This is an optimization exercise on Yosys and OpenROAD, whose aim is small area, a short achievable clock period and few clock cycles per item, not a production implementation. At most, simulation tests tie the RTL to the original design; equivalence was not proved.

==> module sx_tag_engine, before the edit <==
module sx_tag_engine (
  input  wire         clk,
  input  wire         rst,         
  input  wire         start,
  output wire         ready,
  input  wire [127:0] key,
  input  wire [63:0]  uid,
  input  wire [15:0]  acmd,
  input  wire [31:0]  acnt,
  input  wire [15:0]  alen,
  input  wire [63:0]  atag,
  input  wire         in_valid,
  output wire         in_ready,
  input  wire [15:0]  in_data,
  output reg          done,
  output wire [63:0]  tag,
  output wire         match
);
  localparam [1:0] P_IDLE = 2'd0,    
                   P_MSG  = 2'd1,    
                   P_L    = 2'd2,    
                   P_FIN  = 2'd3;    
  reg  [1:0]   ph;
  reg  [127:0] st;         
  reg  [127:0] rk;         
  reg  [127:0] blk;        
  reg  [3:0]   rnd;        
  reg          last;       
  reg  [14:0]  wrem;       
  reg          wodd;       
  reg          wz;         
  reg  [2:0]   wpos;       
  reg          bfull;      
  reg  [7:0] rcon;
  always @(*) begin
    case (rnd)
      4'd1:    rcon = 8'h01;
      4'd2:    rcon = 8'h02;
      4'd3:    rcon = 8'h04;
      4'd4:    rcon = 8'h08;
      4'd5:    rcon = 8'h10;
      4'd6:    rcon = 8'h20;
      4'd7:    rcon = 8'h40;
      4'd8:    rcon = 8'h80;
      4'd9:    rcon = 8'h1b;
      default: rcon = 8'h36;
    endcase
  end
  reg  [31:0]  swr;
  wire [127:0] sr, mc, nrk;
  wire [31:0]  sw_next;
  wire [31:0]  ks_in;
  aes_round u_round (.st(st), .rk(rk), .rcon(rcon), .sw(swr), .ks_in(ks_in),
                     .sr(sr), .mc(mc), .next_rk(nrk), .sw_next(sw_next));
  wire [127:0] hdr  = {uid, acmd, acnt, alen};
  wire         full = (alen[3:0] == 4'd0);   
  wire [127:0] mask = full ? {128{1'b1}} : ~({128{1'b1}} >> (8 * alen[3:0]));
  wire [127:0] pad  = full ? 128'd0 : ({8'h80, 120'd0} >> (8 * alen[3:0]));
  wire   idle     = (ph == P_IDLE);
  wire   go       = idle && start;
  wire   alen0;
  is_zero16 u_alen0 (.a(alen), .z(alen0));
  assign ready    = idle;
  assign in_ready = !idle && !wz && !bfull;
  wire   take     = in_valid && in_ready;
  wire   adv      = !idle && (!last || ph != P_MSG || bfull);
  wire   lastmsg  = last && ph == P_MSG;
  wire   wone     = (wrem == 15'd1 && !wodd) || (wrem == 15'd0 && wodd);
  reg  [1:0]  ph_n;
  reg  [3:0]  rnd_n;
  reg         last_n, bfull_n, wz_n, done_n, wodd_n;
  reg  [2:0]  wpos_n;
  reg  [14:0] wrem_n;
  always @(*) begin
    ph_n = ph; rnd_n = rnd; last_n = last; bfull_n = bfull; wz_n = wz;
    wpos_n = wpos; wrem_n = wrem; wodd_n = wodd; done_n = 1'b0;
    if (go) begin
      rnd_n   = 4'd1;
      last_n  = 1'b0;
      wrem_n  = alen[15:1];
      wodd_n  = alen[0];
      wz_n    = alen0;
      wpos_n  = 3'd0;
      bfull_n = 1'b0;
      ph_n    = alen0 ? P_L : P_MSG;
    end else if (adv) begin
      rnd_n  = last ? 4'd1 : rnd + 4'd1;
      last_n = (rnd == 4'd9);
      if (last) begin
        case (ph)
          P_MSG: begin
            bfull_n = 1'b0;
            if (wz) ph_n = P_L;
          end
          P_L:   ph_n = P_FIN;
          default: begin              
            done_n = 1'b1;
            ph_n   = P_IDLE;
          end
        endcase
      end
    end
    if (take) begin
      wpos_n = wpos + 3'd1;
      if (wrem != 15'd0) wrem_n = wrem - 15'd1;
      else               wodd_n = 1'b0;
      wz_n   = wone;
      if (wpos == 3'd7 || wone) bfull_n = 1'b1;
    end
    if (rst) begin
      ph_n   = P_IDLE;
      done_n = 1'b0;
    end
  end
  wire   idle_n   = (ph_n == P_IDLE);
  wire   adv_n    = !idle_n && (!last_n || ph_n != P_MSG || bfull_n);
  wire   lmsg_n   = adv_n && last_n && ph_n == P_MSG;
  wire   ll_n     = adv_n && last_n && ph_n == P_L;
  reg    use_mc, use_rn, use_s0, use_k1, use_k2, use_kr, use_b, use_hr, hold,
         ld_key, to_l;
  always @(posedge clk) begin
    use_mc <= adv_n && !last_n;
    use_rn <= adv_n && last_n && (ph_n == P_FIN || (ph_n == P_MSG && !wz_n));
    use_s0 <= adv_n && (!last_n || ph_n == P_FIN || (ph_n == P_MSG && !wz_n));
    use_k1 <= ll_n && full;
    use_k2 <= ll_n && !full;
    use_kr <= lmsg_n || ll_n;
    use_b  <= (lmsg_n && !wz_n) || (ll_n && !alen0);
    use_hr <= ll_n && alen0;
    hold   <= !idle_n && !adv_n;
    ld_key <= adv_n && last_n;
    to_l   <= lmsg_n && wz_n;
  end
  wire   use_k    = go || use_kr;
  assign ks_in    = (idle || ld_key) ? key[31:0] : nrk[31:0];
  wire [31:0] swr_d;
  genvar m;
  generate
    for (m = 0; m < 32; m = m + 1) begin : g_swr
      sb_mux hs (.s(hold), .a0(sw_next[m]), .a1(swr[m]), .y(swr_d[m]));
    end
  endgenerate
  wire   use_h    = (go && !alen0) || use_hr;
  wire [127:0] kx_n, st_d;
  wire [127:0] blk_x;
  kx_sel u_kx (.k(nrk), .v(blk_x), .s0(use_s0), .s1(use_k1), .s2(use_k2), .y_n(kx_n));
  wire [127:0] early = ({128{use_k}} & key)
                     ^ (({128{use_b}} & blk) | ({128{use_h}} & hdr) | ({128{hold}} & st));
  st_next u_next (.g(use_mc), .m(mc), .b_n(kx_n), .r(use_rn), .s(sr), .e(early), .y(st_d));
  assign tag = st[127:64];
  reg  [7:0] mpart;
  assign match = &mpart;
  wire [127:0] blk_e = ph[1] ? 128'd0 : ((blk & mask) ^ pad);
  wire [127:0] bx1;
  genvar i;
  generate
    for (i = 0; i < 128; i = i + 1) begin : g_bx
      sb_xor xb1 (.a(sr[i]), .b(blk_e[i]), .y(bx1[i]));
      sb_xor xb2 (.a(bx1[i]), .b(nrk[i]), .y(blk_x[i]));
    end
  endgenerate
  always @(posedge clk) begin
    ph    <= ph_n;
    done  <= done_n;
    rnd   <= rnd_n;
    last  <= last_n;
    bfull <= bfull_n;
    wz    <= wz_n;
    wpos  <= wpos_n;
    wrem  <= wrem_n;
    wodd  <= wodd_n;
  end
  integer n;
  always @(posedge clk) begin
    st <= st_d;
    rk <= ({128{go || ld_key}} & key) | ({128{use_mc}} & nrk) | ({128{hold}} & rk);
    swr <= swr_d;
    if (take)
      blk[127 - 16*wpos -: 16] <= {in_data[7:0], in_data[15:8]};
    else if (to_l)
      blk <= blk_x;
    for (n = 0; n < 8; n = n + 1)
      mpart[n] <= (blk_x[64 + 8*n +: 8] == atag[8*n +: 8]);
  end
endmodule
Settings: LEC_CHECK=0, CAP_MARGIN=20, CELL_PAD_IN_SITES_DETAIL_PLACEMENT=1, CORE_MARGIN=2, CORE_UTILIZATION=30, PLACE_DENSITY=0.5, SETUP_SLACK_MARGIN=2.5, SLEW_MARGIN=20, SYNTH_HIERARCHICAL=1, SYNTH_MINIMUM_KEEP_SIZE=0; clock period 8.0 ns.
standard.sh (not shown) runs the stock make flow with config.mk's settings and CLKGATE_MAP_FILE= SYNTH_SCRIPT=/design/flow/synth_recipe.tcl, a recipe that flattens the netlist after the stock synthesis.
==> flow/flow/run.sh <==
#!/bin/bash
# The standard layout (standard.sh), with one change: the port buffers that
# global placement adds are sky130_fd_sc_hd__buf_1 instead of the delay buffer
# buffer_ports picks by itself.  The whole output goes to standard.log here.
set -euo pipefail
export BUFFER_PORTS_ARGS="-buffer_cell sky130_fd_sc_hd__buf_1"
bash standard.sh > standard.log 2>&1
==> next run, changes <==
--- a/flow/design.v
+++ b/flow/design.v
@@ -627,11 +627,4 @@
   wire   use_k    = go || use_kr;
   assign ks_in    = (idle || ld_key) ? key[31:0] : nrk[31:0];
-  wire [31:0] swr_d;
-  genvar m;
-  generate
-    for (m = 0; m < 32; m = m + 1) begin : g_swr
-      sb_mux hs (.s(hold), .a0(sw_next[m]), .a1(swr[m]), .y(swr_d[m]));
-    end
-  endgenerate
   wire   use_h    = (go && !alen0) || use_hr;
   wire [127:0] kx_n, st_d;
@@ -668,5 +661,5 @@
     st <= st_d;
     rk <= ({128{go || ld_key}} & key) | ({128{use_mc}} & nrk) | ({128{hold}} & rk);
-    swr <= swr_d;
+    swr <= hold ? swr : sw_next;
     if (take)
       blk[127 - 16*wpos -: 16] <= {in_data[7:0], in_data[15:8]};
- sequential cell count stays the same
- via count rises by about 0.35%
- area after synthesis is about the same
- cell area falls by 0.75%
- fmax rises by 3.2%
- hold slack got worse by 11 ps
- non-clock buffer count falls by 6
- utilization falls by 0.26 points
- routed wire length hardly moves
- setup slack improved by 180 ps
Testbench counts after the change, summed over its fixed seeds: cycles 13,264, items 256.
No functional check of the RTL was part of the first run of this note.

[afterwards: timing with drivers on the ports]
The results above use ideal ports. As a check the final layouts listed here were re-extracted and re-timed, cells and wires unchanged. Step 1, drivers: a clkbuf_16 drives clk and a buf_2 each remaining input, both assumed. Step 2, shift: input delay + t, output delay - t, t = (earliest + latest rising clock arrival at the registers) / 2. This alone moves slack from input paths to output paths. a / b / c = no drivers / after step 1 / after step 2; a / b = the first two.
run	t, ns	setup slack, ns	worst data-port slew with drivers (ns)
the first run	0.768	2.383 / 2.383 / 1.998	0.27
the second run	0.791	2.559 / 2.559 / 1.936	0.30
After both steps setup and hold are still met in every run listed. The setup slack of the second run, which loses most, moves by 0.000 ns with the drivers and by -0.623 ns with both steps.
